Background: an optimization exercise with open tools, aiming at small area and a short achievable clock period. Do not read the settings as production practice. In this exercise RTL edits were held to simulation tests only and were not proved equivalent to the original.

==> flow/design.v (outline; a module is shown in full before it is edited, if it fits) <==
// module tumbler_core: 335 lines
// module tumbler_mac: 2247 lines
module tumbler_core (
    input  wire        clk,
    input  wire        rst_n,         
    input  wire        cmd_start,
    input  wire        cmd_stop,
    input  wire        cmd_restart,
    input  wire        freeze,
    input  wire [15:0] wdog,
    input  wire        tick,
    input  wire [7:1]  ev_in,
    output wire [11:0] imem_addr,
    input  wire [31:0] imem_data,
    output wire [11:0] dmem_addr,
    input  wire [63:0] dmem_rdata,
    output wire        dmem_we,
    output wire [63:0] dmem_wdata,
    output wire [2:0]  state,
    output wire [7:0]  pend,
    output wire [3:0]  trap_cause,
    output wire [12:0] trap_pc,
    output wire [31:0] trap_arg
);
  // ...
==> flow/run.sh <==
#!/bin/bash
# synth_recipe.tcl (not shown) runs the flow's synth.tcl, then flattens the netlist and writes it again
# the make line also repeats each setting of config.mk as NAME=value (left out here)
make -C /OpenROAD-flow-scripts/flow DESIGN_CONFIG=/design/flow/config.mk WORK_HOME=/design/flow/orfs CLKGATE_MAP_FILE= SYNTH_SCRIPT=/design/flow/synth_recipe.tcl finish
==> flow/config.mk <==
export PLATFORM = sky130hd
export DESIGN_NAME = tumbler_core
export DESIGN_NICKNAME = tumbler_core
export VERILOG_FILES = /design/flow/design.v
export SDC_FILE = /design/flow/constraint.sdc
export NUM_CORES = 4
export LEC_CHECK = 0
export CAP_MARGIN = 20
export CORE_MARGIN = 2
export CORE_UTILIZATION = 40
export SLEW_MARGIN = 20
==> flow/constraint.sdc <==
create_clock -name core_clock -period 22.0 [get_ports {clk}]
set_input_delay 4.4000 -clock core_clock [delete_from_list [all_inputs] [get_ports {clk}]]
set_output_delay 4.4000 -clock core_clock [all_outputs]
set_load 0.01 [all_outputs]
==> flow_summary.ini, run 1 <==
[synthesis]
synth_ff_type = edfxtp_1
synth_compound_area_share_pct = 24.1
synth_top_area_share_pct = 21.8
synthAdderAreaFrac_pct = 16.8
synth_edf_count = 684
synth_top_family_by_area = compound AO/OA/AOI/OAI gates
syn_area_mm2 = 0.0944
synth_mux_area_share_pct = 3.44
synth-seq-area-share_pct = 25.9

[sta]
fin_setup_tns_ns = 0
whs_ns = 0.453
fin_skew_ns = 0.118
finalSetupViolCount = 0

[layout]
multi_input_area_mm2 = 0.0644
area_delta_synth_final_pct = 13.3
n_all_buffers = 796
top_regs = rf (540), acc0 (72), acc1 (72)
regArea_mm2 = 0.0245
design.seq.count = 881
fin_nets = 11800
clk_share_pct = 3.43

[clocking]
holdBufCountCts = 0
cts_setup_buffers = 0

[global_routing]
grt_pass1_vias = 95400
antenna_found_initial = 87
grtUsageMet1_pct = 63.4
grt_max_degree = 84

[place]
port_buffers = 273
place_congestion = 1.22

[worst_setup_path]
ff2ff_path_depth = 34
startpoint_type = input pin
path_depth = 24

[drt]
num_vias = 103000
top_layer = met5
dr.pass1.iters = 13
post_drt_wl_per_cell_um = 46.5

[die]
initial_core_util_pct = 40.2
die_area_mm2 = 0.240
core_mm2 = 0.235

[status]
status = timing/DRC/antenna clean

[worst_hold_path]
hold_path.startpoint = tpc_r[8]
==> module tumbler_core, before the edit <==
module tumbler_core (
    input  wire        clk,
    input  wire        rst_n,         
    input  wire        cmd_start,
    input  wire        cmd_stop,
    input  wire        cmd_restart,
    input  wire        freeze,
    input  wire [15:0] wdog,
    input  wire        tick,
    input  wire [7:1]  ev_in,
    output wire [11:0] imem_addr,
    input  wire [31:0] imem_data,
    output wire [11:0] dmem_addr,
    input  wire [63:0] dmem_rdata,
    output wire        dmem_we,
    output wire [63:0] dmem_wdata,
    output wire [2:0]  state,
    output wire [7:0]  pend,
    output wire [3:0]  trap_cause,
    output wire [12:0] trap_pc,
    output wire [31:0] trap_arg
);
    localparam [2:0] S_RUNNING = 3'd1,
                     S_WAITING = 3'd2,
                     S_TRAPPED = 3'd3,
                     S_HALTED  = 3'd4;
    localparam [3:0] C_ILLEGAL  = 4'h3,
                     C_BOUNDS   = 4'h4,
                     C_WATCHDOG = 4'h8,
                     C_SOFT     = 4'h9;
    reg  [2:0]  st;
    reg         wait_t;
    reg  [11:0] pc;
    reg  [35:0] rf [1:15];
    reg  [71:0] acc0, acc1;
    reg  [7:0]  pend_r;
    reg  [63:0] cycle_cnt;
    reg  [35:0] tick_cnt;
    reg  [24:0] wd_cnt;
    reg  [3:0]  tc_r;
    reg  [11:0] tpc_r;
    reg  [31:0] targ_r;
    wire [31:0] insn = imem_data;
    wire [5:0]  op   = insn[31:26];
    wire [3:0]  f1   = insn[25:22];
    wire [3:0]  f2   = insn[21:18];
    wire [3:0]  f3   = insn[17:14];
    wire [17:0] imm  = insn[17:0];
    wire [35:0] simm = {{18{imm[17]}}, imm};
    wire op_add   = (op == 6'h01) || (op == 6'h10);
    wire op_and   = (op == 6'h03) || (op == 6'h11);
    wire op_or    = (op == 6'h04) || (op == 6'h12);
    wire op_xor   = (op == 6'h05) || (op == 6'h13);
    wire op_sll   = (op == 6'h06) || (op == 6'h14);
    wire op_srl   = (op == 6'h07) || (op == 6'h15);
    wire op_sra   = (op == 6'h08) || (op == 6'h16);
    wire op_slt   = (op == 6'h09) || (op == 6'h17);
    wire op_sltu  = (op == 6'h0A);
    wire op_min   = (op == 6'h0B);
    wire op_max   = (op == 6'h0C);
    wire op_adds  = (op == 6'h0D);
    wire op_sub   = (op == 6'h02);
    wire op_lui   = (op == 6'h18);
    wire op_movt  = (op == 6'h1B);
    wire op_mul   = (op == 6'h1C);
    wire op_mac   = (op == 6'h1D);
    wire op_msu   = (op == 6'h1E);
    wire op_mova  = (op == 6'h1F);
    wire op_ld    = (op == 6'h20);
    wire op_st    = (op == 6'h21);
    wire op_lda   = (op == 6'h22);
    wire op_sta   = (op == 6'h23);
    wire op_br    = (op[5:3] == 3'b101) && (op[2:1] != 2'b11);
    wire op_jal   = (op == 6'h2E);
    wire op_jr    = (op == 6'h2F);
    wire op_waitt = (op == 6'h30);
    wire op_waite = (op == 6'h31);
    wire op_halt  = (op == 6'h32);
    wire op_trap  = (op == 6'h33);
    wire op_rdc   = (op == 6'h34);
    wire op_rdtk  = (op == 6'h37);
    wire op_mem   = (op[5:2] == 4'b1000);
    wire op_tree  = op_movt || op_mul || op_mac || op_msu;
    wire [3:0] xi = op[5] ? f1 : f3;
    reg  [35:0] X, Y;
    integer r;
    always @(*) begin
        X = 36'd0;
        Y = 36'd0;
        for (r = 1; r < 16; r = r + 1) begin
            X = X | ({36{xi == r}} & rf[r]);
            Y = Y | ({36{f2 == r}} & rf[r]);
        end
    end
    wire        a_fmt = (op == 6'h1B) || (op[5:2] == 4'b0111);
    wire        an    = a_fmt ? insn[13] : insn[22];
    wire [71:0] av    = an ? acc1 : acc0;
    reg legal;
    always @(*) begin
        case (op)
            6'h01, 6'h02, 6'h03, 6'h04, 6'h05, 6'h06, 6'h07, 6'h08,
            6'h09, 6'h0A, 6'h0B, 6'h0C, 6'h0D:
                legal = (insn[13:0] == 14'd0);
            6'h10, 6'h11, 6'h12, 6'h13, 6'h14, 6'h15, 6'h16, 6'h17:
                legal = 1'b1;
            6'h18: legal = (f2 == 4'd0);
            6'h1B: legal = (f1 == 4'd0) && (f3 == 4'd0) && (insn[12:6] == 7'd0);
            6'h1C, 6'h1D, 6'h1E:
                legal = (f1 == 4'd0) && (insn[12:0] == 13'd0);
            6'h1F: legal = (f2 == 4'd0) && (f3 == 4'd0) && (insn[12:6] == 7'd0);
            6'h20, 6'h21: legal = 1'b1;
            6'h22, 6'h23, 6'h34: legal = (insn[25:23] == 3'd0);
            6'h28, 6'h29, 6'h2A, 6'h2B, 6'h2C, 6'h2D: legal = 1'b1;
            6'h2E: legal = (f2 == 4'd0) && (insn[17:13] == 5'd0);
            6'h2F: legal = (f1 == 4'd0) && (imm == 18'd0);
            6'h30, 6'h32, 6'h35, 6'h36:
                legal = (insn[25:0] == 26'd0);
            6'h31, 6'h33, 6'h37: legal = 1'b1;
            default: legal = 1'b0;
        endcase
    end
    wire        use_x = (op[5:4] == 2'b00) || op_br;
    wire [35:0] B     = use_x ? X : simm;
    wire        sub   = !(op_add || op_adds || op_mem);
    wire [36:0] sum37 = {1'b0, Y} + {1'b0, B ^ {36{sub}}} + {36'd0, sub};
    wire [35:0] sum   = sum37[35:0];
    wire        lt_u  = !sum37[36];                        
    wire        lt_s  = (Y[35] ^ B[35]) ? Y[35] : lt_u;    
    wire        eq    = (Y == X);
    wire        add_ovf = (Y[35] == B[35]) && (sum[35] != Y[35]);
    wire [35:0] adds_v  = add_ovf ? (Y[35] ? {1'b1, 35'd0} : {1'b0, {35{1'b1}}}) : sum;
    wire [5:0]  amt = B[5:0];
    reg  [35:0] y_rev;
    integer q;
    always @(*) for (q = 0; q < 36; q = q + 1) y_rev[q] = Y[35 - q];
    wire        sh_ext = op_mova ? av[71] : (op_sra & Y[35]);
    wire [71:0] sh_in  = op_mova ? av :
                         op_sll  ? {36'd0, y_rev} :
                                   {{36{sh_ext}}, Y};
    wire [135:0] sh_big = {{64{sh_ext}}, sh_in};
    wire [135:0] sh_all = sh_big >> amt;
    wire [35:0]  sh_o   = sh_all[35:0];
    reg  [35:0]  sh_rev;
    always @(*) for (q = 0; q < 36; q = q + 1) sh_rev[q] = sh_o[35 - q];
    wire [35:0] mdd = av[70:35] ^ {36{av[71]}};
    reg  [35:0] mmask;
    always @(*) for (q = 0; q < 36; q = q + 1) mmask[q] = (q >= amt);
    wire        mova_ovf = |(mdd & mmask);
    wire [35:0] mova_v = mova_ovf ? (av[71] ? {1'b1, 35'd0} : {1'b0, {35{1'b1}}}) : sh_o;
    reg  [35:0] movt_oh;
    always @(*) for (q = 0; q < 36; q = q + 1) movt_oh[q] = op_movt && (q < 32) && (insn[4:0] == q);
    wire [35:0] ma = X | movt_oh;
    wire        acc_in_en = op_mac || op_msu;
    wire [72:0] acc_in = acc_in_en ? {av[71], av} : 73'd0;
    wire [72:0] ts0, ts1;
    tumbler_mac u_mac (.a(ma), .b(Y), .msu(op_msu), .acc(acc_in), .s0(ts0), .s1(ts1));
    wire [72:0] tsum = ts0 + ts1;
    wire        sat_hi = !tsum[72] && tsum[71];
    wire        sat_lo = tsum[72] && (!tsum[71] || (tsum[70:0] == 71'd0));
    wire [71:0] tsat = sat_hi ? {1'b0, {71{1'b1}}} :
                       sat_lo ? {1'b1, 70'd0, 1'b1} : tsum[71:0];
    wire        dbounds = op_mem && (sum[35:12] != 24'd0);
    reg take;
    always @(*) begin
        case (op[2:0])
            3'd0: take = eq;                  
            3'd1: take = !eq;                 
            3'd2: take = !lt_s && !eq;        
            3'd3: take = lt_s || eq;          
            3'd4: take = !lt_u && !eq;        
            3'd5: take = lt_u || eq;          
            default: take = 1'b0;
        endcase
    end
    wire        btaken  = op_br && take;
    wire [18:0] btgt    = {7'd0, pc} + {imm[17], imm};
    wire        bbounds = btaken && (btgt[18:12] != 7'd0);
    wire        jbounds = (op_jal && insn[12]) || (op_jr && Y[12]);
    wire        redirect = btaken || op_jal || op_jr;
    wire        sbounds  = (pc == 12'hFFF) && !redirect;
    wire [11:0] pc_seq   = pc + 12'd1;
    wire        itrap = !legal || op_trap || dbounds || bbounds || jbounds || sbounds;
    wire [3:0]  icause = !legal ? C_ILLEGAL : op_trap ? C_SOFT : C_BOUNDS;
    reg  [31:0] iarg;
    always @(*) begin
        if (!legal)        iarg = insn;
        else if (op_trap)  iarg = {14'd0, imm};
        else if (dbounds)  iarg = sum[31:0];
        else if (bbounds)  iarg = {{13{btgt[18]}}, btgt};
        else if (jbounds)  iarg = op_jal ? {19'd0, insn[12:0]} : {19'd0, Y[12:0]};
        else               iarg = 32'd4096;
    end
    wire c_stop    = cmd_stop;
    wire c_restart = cmd_restart && !cmd_stop;
    wire c_start   = cmd_start && !cmd_stop && !cmd_restart;
    wire [24:0] wd_next = wd_cnt + 25'd1;
    wire        wd_trap = (wdog != 16'd0) && (wd_cnt[24:8] >= {1'b0, wdog}) && !(&wd_cnt);
    wire [7:0]  wmask = imm[7:0] | Y[7:0];
    wire [7:0]  whit  = pend_r & wmask;
    wire        hit   = (whit != 8'd0);
    wire st_run   = (st == S_RUNNING);
    wire st_wait  = (st == S_WAITING);
    wire st_halt  = (st == S_HALTED);
    wire st_trap  = (st == S_TRAPPED);
    wire run_cycle  = st_run && !freeze;
    wire wait_cycle = st_wait && !freeze;
    wire pre_exec   = run_cycle && !wd_trap && !c_stop;
    wire exec       = pre_exec && !itrap;
    wire waite_done = wait_cycle && !wait_t && !c_stop && hit;
    wire waitt_done = wait_cycle &&  wait_t && !c_stop && tick;
    wire do_restart = (st_halt || st_trap) && c_restart;
    wire clr        = !rst_n || do_restart;
    wire rf_op = op_add || op_sub || op_and || op_or || op_xor || op_sll || op_srl ||
                 op_sra || op_slt || op_sltu || op_min || op_max || op_adds || op_lui ||
                 op_mova || op_ld || op_jal || op_rdtk || (op_waite && hit);
    wire rf_we = (exec && rf_op) || waite_done;
    wire [35:0] logic_v = ({36{op_and}} & (Y & B)) |
                          ({36{op_or}}  & (Y | B)) |
                          ({36{op_xor}} & (Y ^ B));
    wire        pick_y  = (op_min && lt_s) || (op_max && !lt_s);
    wire        pick_b  = (op_min && !lt_s) || (op_max && lt_s);
    wire [35:0] rf_wd =
        ({36{op_add || op_sub}} & sum) |
        ({36{op_adds}} & adds_v) |
        logic_v |
        ({36{pick_y}} & Y) |
        ({36{pick_b}} & B) |
        ({36{op_sll}} & sh_rev) |
        ({36{op_srl || op_sra}} & sh_o) |
        ({36{op_mova}} & mova_v) |
        {35'd0, (op_slt && lt_s) || (op_sltu && lt_u)} |
        ({36{op_lui}} & {imm, 18'd0}) |
        ({36{op_ld}} & dmem_rdata[35:0]) |
        ({36{op_jal}} & {23'd0, pc_seq == 12'd0, pc_seq}) |
        ({36{op_rdtk}} & tick_cnt) |
        ({36{op_waite}} & {28'd0, whit});
    wire acc_op = op_tree || op_lda || op_rdc;
    wire acc_we = exec && acc_op;
    wire movt_hi = op_movt && insn[5];
    wire [71:0] acc_wd =
        ({72{op_tree && !movt_hi}} & tsat) |
        ({72{movt_hi}} & {tsat[39:0], 32'd0}) |
        ({72{op_lda}} & {{8{dmem_rdata[63]}}, dmem_rdata}) |
        ({72{op_rdc && (imm[3:0] == 4'd8)}} & {8'd0, cycle_cnt});
    wire [35:0] rf_wd_c  = clr ? 36'd0 : rf_wd;
    wire [71:0] acc_wd_c = clr ? 72'd0 : acc_wd;
    integer i;
    always @(posedge clk) begin
        for (i = 1; i < 16; i = i + 1)
            if (clr || (rf_we && (f1 == i))) rf[i] <= rf_wd_c;
        if (clr || (acc_we && !an)) acc0 <= acc_wd_c;
        if (clr || (acc_we &&  an)) acc1 <= acc_wd_c;
    end
    wire [7:0] consume = ((exec && op_waite) || waite_done) ? whit : 8'd0;
    always @(posedge clk) begin
        if (!rst_n) begin
            st        <= S_HALTED;
            wait_t    <= 1'b0;
            pc        <= 12'd0;
            pend_r    <= 8'd0;
            cycle_cnt <= 64'd0;
            tick_cnt  <= 36'd0;
            wd_cnt    <= 25'd0;
            tc_r      <= 4'd0;
            tpc_r     <= 12'd0;
            targ_r    <= 32'd0;
        end else begin
            cycle_cnt <= cycle_cnt + 64'd1;
            if (tick) tick_cnt <= tick_cnt + 36'd1;
            if (do_restart) pend_r <= {ev_in, tick};
            else            pend_r <= (pend_r & ~consume) | {ev_in, tick};
            case (st)
                S_HALTED: begin
                    if (c_restart) begin
                        st <= S_RUNNING; pc <= 12'd0; wd_cnt <= 25'd0;
                    end else if (c_start) begin
                        st <= S_RUNNING; wd_cnt <= 25'd0;
                    end
                end
                S_TRAPPED: begin
                    if (c_restart) begin
                        st <= S_RUNNING; pc <= 12'd0; wd_cnt <= 25'd0;
                    end
                end
                S_RUNNING: begin
                    if (freeze) begin
                        if (c_stop) st <= S_HALTED;
                    end else if (wd_trap) begin
                        st <= S_TRAPPED;
                        tc_r <= C_WATCHDOG; tpc_r <= pc; targ_r <= {7'd0, wd_next};
                    end else if (itrap) begin
                        st <= S_TRAPPED;
                        tc_r <= icause; tpc_r <= pc; targ_r <= iarg;
                    end else if (c_stop) begin
                        st <= S_HALTED;
                    end else begin
                        wd_cnt <= wd_next;
                        if (btaken)        pc <= btgt[11:0];
                        else if (op_jal)   pc <= insn[11:0];
                        else if (op_jr)    pc <= Y[11:0];
                        else if (op_waite && !hit) pc <= pc;
                        else               pc <= pc_seq;
                        if (op_halt)  st <= S_HALTED;
                        if (op_waitt) begin st <= S_WAITING; wait_t <= 1'b1; end
                        if (op_waite) begin
                            if (hit) wd_cnt <= 25'd0;
                            else begin st <= S_WAITING; wait_t <= 1'b0; end
                        end
                    end
                end
                S_WAITING: begin
                    if (c_stop) begin
                        st <= S_HALTED;
                    end else if (waitt_done) begin
                        st <= S_RUNNING; wd_cnt <= 25'd0;
                    end else if (waite_done) begin
                        st <= S_RUNNING; pc <= pc_seq; wd_cnt <= 25'd0;
                    end
                end
                default: st <= S_HALTED;
            endcase
        end
    end
    wire        sta_ok = (&av[71:63]) || !(|av[71:63]);
    wire [63:0] sta_v  = sta_ok ? av[63:0] : (av[71] ? {1'b1, 63'd0} : {1'b0, {63{1'b1}}});
    assign imem_addr  = pc;
    assign dmem_addr  = sum[11:0];
    assign dmem_we    = exec && (op_st || op_sta);
    assign dmem_wdata = op_sta ? sta_v : {{28{X[35]}}, X};
    assign state      = st;
    assign pend       = pend_r;
    assign trap_cause = tc_r;
    assign trap_pc    = {1'b0, tpc_r};
    assign trap_arg   = targ_r;
endmodule
==> run 2, diff against run 1 <==
--- a/flow/design.v
+++ b/flow/design.v
@@ -144,6 +144,5 @@
     always @(*) for (q = 0; q < 36; q = q + 1) sh_rev[q] = sh_o[35 - q];
     wire [35:0] mdd = av[70:35] ^ {36{av[71]}};
-    reg  [35:0] mmask;
-    always @(*) for (q = 0; q < 36; q = q + 1) mmask[q] = (q >= amt);
+    wire [35:0] mmask = {36{1'b1}} << amt;       
     wire        mova_ovf = |(mdd & mmask);
     wire [35:0] mova_v = mova_ovf ? (av[71] ? {1'b1, 35'd0} : {1'b0, {35{1'b1}}}) : sh_o;
@@ -156,9 +155,16 @@
     tumbler_mac u_mac (.a(ma), .b(Y), .msu(op_msu), .acc(acc_in), .s0(ts0), .s1(ts1));
     wire [72:0] tsum = ts0 + ts1;
+    wire [70:0] tz = ts0[70:0] ^ ts1[70:0] ^ {ts0[69:0] | ts1[69:0], 1'b0};
+    wire        low_zero = !(|tz);
     wire        sat_hi = !tsum[72] && tsum[71];
-    wire        sat_lo = tsum[72] && (!tsum[71] || (tsum[70:0] == 71'd0));
+    wire        sat_lo = tsum[72] && (!tsum[71] || low_zero);
     wire [71:0] tsat = sat_hi ? {1'b0, {71{1'b1}}} :
                        sat_lo ? {1'b1, 70'd0, 1'b1} : tsum[71:0];
-    wire        dbounds = op_mem && (sum[35:12] != 24'd0);
+    wire [12:0] alo     = {1'b0, Y[11:0]} + {1'b0, imm[11:0]};
+    wire [23:0] ahA     = Y[35:12];
+    wire [23:0] ahB     = simm[35:12];
+    wire [23:0] ahz     = ahA ^ ahB ^ {ahA[22:0] | ahB[22:0], alo[12]};
+    wire        dbounds_m = |ahz;               
+    wire        dbounds = op_mem && dbounds_m;
     reg take;
     always @(*) begin
@@ -211,8 +217,11 @@
     wire do_restart = (st_halt || st_trap) && c_restart;
     wire clr        = !rst_n || do_restart;
-    wire rf_op = op_add || op_sub || op_and || op_or || op_xor || op_sll || op_srl ||
-                 op_sra || op_slt || op_sltu || op_min || op_max || op_adds || op_lui ||
-                 op_mova || op_ld || op_jal || op_rdtk || (op_waite && hit);
-    wire rf_we = (exec && rf_op) || waite_done;
+    wire pc_fff = (pc == 12'hFFF);
+    wire ok_base = pre_exec && legal;
+    wire rf_plain = op_add || op_sub || op_and || op_or || op_xor || op_sll || op_srl ||
+                    op_sra || op_slt || op_sltu || op_min || op_max || op_adds || op_lui ||
+                    op_mova || op_rdtk || (op_waite && hit);
+    wire rf_we = (ok_base && ((!pc_fff && (rf_plain || (op_ld && !dbounds_m))) ||
+                              (op_jal && !insn[12]))) || waite_done;
     wire [35:0] logic_v = ({36{op_and}} & (Y & B)) |
                           ({36{op_or}}  & (Y | B)) |
@@ -235,6 +244,5 @@
         ({36{op_rdtk}} & tick_cnt) |
         ({36{op_waite}} & {28'd0, whit});
-    wire acc_op = op_tree || op_lda || op_rdc;
-    wire acc_we = exec && acc_op;
+    wire acc_we = ok_base && !pc_fff && (op_tree || op_rdc || (op_lda && !dbounds_m));
     wire movt_hi = op_movt && insn[5];
     wire [71:0] acc_wd =
@@ -325,6 +333,7 @@
     wire [63:0] sta_v  = sta_ok ? av[63:0] : (av[71] ? {1'b1, 63'd0} : {1'b0, {63{1'b1}}});
     assign imem_addr  = pc;
-    assign dmem_addr  = sum[11:0];
-    assign dmem_we    = exec && (op_st || op_sta);
+    assign dmem_addr  = alo[11:0];
+    assign dmem_we    = pre_exec && !pc_fff && !dbounds_m &&
+                        (op_st || (op_sta && (insn[25:23] == 3'd0)));
     assign dmem_wdata = op_sta ? sta_v : {{28{X[35]}}, X};
     assign state      = st;
==> flow/flow/run.sh (new file) <==
#!/bin/bash
# Own layout flow: the standard ORFS flow (standard.sh) with two changes.
#  1. Synthesis is synth_recipe.tcl / ORFS synth.tcl unchanged except for the final ABC
#     technology mapping, which uses flow/abc_light.script (one choice-based &nf mapping
#     instead of the repeated delay-restructuring rounds of ORFS's speed script).
#     Registers, their names and cell types are those of the standard synthesis.
#  2. Timing repair (floorplan, CTS and global-route repair_timing) aims for extra setup
#     slack at the design's own clock and constraints (constraint.sdc is used unchanged).
# Every tool writes its full log under orfs/logs/ (ORFS) and the make output goes to
# log_*.txt in this folder.
set -euo pipefail
W=$(pwd)
F=$W/flow
ABC_D=13000
MARGIN=${OWN_SETUP_MARGIN:-8}

sed "s#^source \$::env(SCRIPTS_DIR)/synth_preamble.tcl\$#&\nset abc_args [list -script $F/abc_light.script {*}\$lib_args {*}\$lib_dont_use_args -constr \$::env(OBJECTS_DIR)/abc.constr -D $ABC_D]\nputs \"own flow abc args: \$abc_args\"#" \
    "$FLOW_HOME/scripts/synth.tcl" > "$W/own_synth_core.tcl"
grep -q "abc_light.script" "$W/own_synth_core.tcl"
sed "s#^source \$::env(SCRIPTS_DIR)/synth.tcl\$#source $W/own_synth_core.tcl#" \
    "$W/synth_recipe.tcl" > "$W/own_synth.tcl"
grep -q "own_synth_core.tcl" "$W/own_synth.tcl"

bash "$W/standard.sh" SYNTH_SCRIPT="$W/own_synth.tcl" synth > "$W/log_synth.txt" 2>&1
bash "$W/standard.sh" SYNTH_SCRIPT="$W/own_synth.tcl" SETUP_SLACK_MARGIN="$MARGIN" finish > "$W/log_layout.txt" 2>&1
test -s "$W/out/final.def"
==> flow/flow/abc_light.script (new file) <==
&get -n
&st
&dch
&nf {D}
&put
buffer -c
topo
stime -c
upsize -c {D}
dnsize -c {D}
==> flow/standard.sh (new file) <==
#!/bin/bash
# synth_recipe.tcl (not shown) runs the flow's synth.tcl, then flattens the netlist and writes it again
# the make line also repeats each setting of config.mk as NAME=value (left out here)
make -C /OpenROAD-flow-scripts/flow DESIGN_CONFIG=/design/flow/config.mk WORK_HOME=/design/flow/orfs CLKGATE_MAP_FILE= SYNTH_SCRIPT=/design/flow/synth_recipe.tcl "${@:-finish}"
removed: flow/run.sh
==> flow_summary.ini, run 2 <==
[synthesis]
synthCells = 9996
synth_top_family_by_area = compound AO/OA/AOI/OAI gates
synth_area_leader_cell = edfxtp_1
synth_top_area_share_pct = 22.9
synth.most_common_cell = inv_1
synthesis.nets = 11100
synth_seq_cells = 881
synth-seq-area-share_pct = 27.2
synth_mux_area_share_pct = 3.75
yosys_warnings = 2
synth_ff_type = edfxtp_1
synth_edf_count = 684
synthTopCellsByArea = edfxtp_1 23%, fa_1 14%, xnor2_1 6.6%
synth-xor-area-share_pct = 9.87
synth_compound_area_share_pct = 21.8
syn_area_mm2 = 0.0899
ys_types = 96
async_reset_ff_share_pct = 0
synthAdderAreaFrac_pct = 19.2
ys_top_cells_by_count = 886 x inv_1, 783 x nand2_1, 693 x o22ai_1, 684 x edfxtp_1, 680 x xnor2_1
synthSimpleGateAreaFrac_pct = 10.7
syn_avg_cell_area_um2 = 8.99

[global_routing]
grt_max_degree = 89
grt_pass1_vias = 86900
grt_use_total_pct = 43.0
overflow = 0
antenna_found_initial = 52
grt_pass1_wl_mm = 696

[worst_hold_path]
min_path_type = register to register

[layout]
stdcell_count = 13100
layout_commonest_cell = inv_1
layout_common_cells = 870 x inv_1, 775 x nand2_1, 687 x o22ai_1
area_delta_synth_final_pct = 16.2
fin_nets = 11200
drive_above_1_share_pct = 11.5
top_regs = rf (540), acc0 (72), acc1 (72)
postLayoutCellArea_mm2 = 0.104
largest_reg_flops = 540
regMostFlops = rf

[sta]
finalSetupViolCount = 0
worstMarginPinSlew_ns = 1.25
fmax_mhz = 71.1
fin_setup_tns_ns = 0
slew_headroom_pct = 16.8
finalHoldViolCount = 0
finalMaxSlewViolations = 0
fin_crit_ns = 14.06
fin_skew_ns = 0.0822
fin_crit_sh_pct = 63.9
rsz0062_at_grt = true

[die]
core_mm2 = 0.223
die_area_mm2 = 0.228
die_h_um = 478
initial_core_util_pct = 40.3
die_w_um = 478
io-pin-count = 275
num_rows = 173

[clocking]
cts_buffer_depth = 3
clkTransAtPathRegs_ns = 0.07
h-tree-depth = 3
holdBufCountCts = 0
cts_tree = done
clock_latency_ns = 0.84
cts_root_buf = clkbuf_16
cts_buffers = 97
cts_sinks = 881

[worst_setup_path]
cpMostUsedCell = fa_1
startpoint_type = input pin
end_kind = register
critPathKind = input pin to register
worst-endpoint-required_ns = 22.45
crit_path_max_fanout = 71
cp_slowest_cell = fa_1
max_stage_delay_ns = 0.57
worstPathArrival_ns = 14.51

[drt]
final_antenna_net_count = 0
wl_mm = 516
drc_errors = 0
post_drt_wl_per_cell_um = 39.2
num_vias = 90600
vias_per_cell = 6.90
dr.pass1.iters = 12
drt_first_iter_violations = 16200

[place]
dpl_cell_area_mm2 = 0.0971
place_congestion = 1.09
dp.cells = 12800
port_buffers = 273
dp_hpwl_mm = 348

[status]
status = timing/DRC/antenna clean

[run]
maxCapViolCount = 0
==> run 2: changes by cell type after synthesis, sizes merged, moves of 55 or more <==
cell,before,now
o211ai,84,28
ha,271,384
xnor2,785,680
a211oi,97,42
and3,120,51
xor2,235,333
nand2,642,783
a222oi,73,192
buf,257,185
nand3,262,153
nor3,161,84
==> run 2: stage by stage <==
stage          hold WS (ns)  util (%)  worst slack (ns)
2_1_floorplan         0.422         -              8.01
5_1_grt               0.501      46.9              7.90
4_1_cts               0.470      46.0              7.95
6_report              0.468      46.9              7.94
3_5_place_dp          0.458      43.6              4.26
3_3_place_gp          0.445      43.6              4.36
==> run 2: final cells by class <==
cell class | instances | area, um^2
clock buffer | 117 | 2590
multi-input combinational | 7401 | 61400
tap | 2975 | 3720
sequential | 881 | 24500
fill | 21000 | 118000
inverter | 909 | 3510
clock inverter | 59 | 742
antenna | 27 | 67.6
timing repair buffer | 768 | 7920
==> run 2: repair_timing <==
item / 4_1_cts / 5_1_grt
setup endpoints to repair: 234 / 183
pin swaps: 16 / 44
gates resized for setup: 381 / 248
gates cloned: 5 / 16
setup buffers: 64 / 72
==> run 2: worst paths after layout <==
path	start	end	slack, ns	cells after the start
hold reg to reg	tick_cnt[35]	tick_cnt[35]	0.47	1
setup reg to reg	rf[1][18]	acc1[59]	11.93	32
hold / removal	tick_cnt[35]	tick_cnt[35]	0.47	1
setup / recovery	imem_data[15]	acc1[59]	7.94	38
==> run 2: kinds of logic after synthesis <==
logic type | after synthesis
xor+xnor | 1013
fa+ha+maj | 1006
compound gates | 2984
simple gates | 2070
buf+inv | 1716
flops | 881
other cells | 1
mux | 325
==> run 2: critical path, delay by kind of cell <==
family | cells | cell delay [ns]
compound gates | 14 | 3.34
simple gates | 4 | 0.58
buf+inv | 11 | 2.02
mux | 1 | 0.25
xor+xnor | 1 | 0.18
fa+ha+maj | 7 | 3.57
==> run 2: layer usage <==
| layer | global-route usage [%] | share of wire [%] | wire [um] |
|---|---|---|---|
| met1 | 51.8 | 35 | 180000 |
| met2 | 62.8 | 42 | 214000 |
| met3 | 14.0 | 13 | 68500 |
| met4 | 34.6 | 10 | 52400 |
| met5 | 0 | 0.033 | 169 |

==> afterwards: timing with drivers on the ports <==
No port has a modelled driver above. Below, the same layouts with a new extraction and two added sets of constraints. Step 1 assumes that a clkbuf_16 drives the clock port and a buf_2 every other input. Step 2 times the ports against the registers' clock, not the clock port: input delays grow and output delays shrink by t, the midpoint of the rising clock arrivals with the driver on. Three values: no drivers, after step 1, after step 2; two values: the first two.
run	t, ns	setup slack, ns	hold slack, ns
run 1	0.912	1.584 / 1.562 / 1.562	0.453 / 0.453 / 0.453
run 2	0.902	7.939 / 7.935 / 7.117	0.468 / 0.468 / 0.468
After both steps every run listed still meets setup and hold. The setup slack of run 2, which loses most, moves by -0.004 ns with the drivers and by -0.822 ns with both steps.
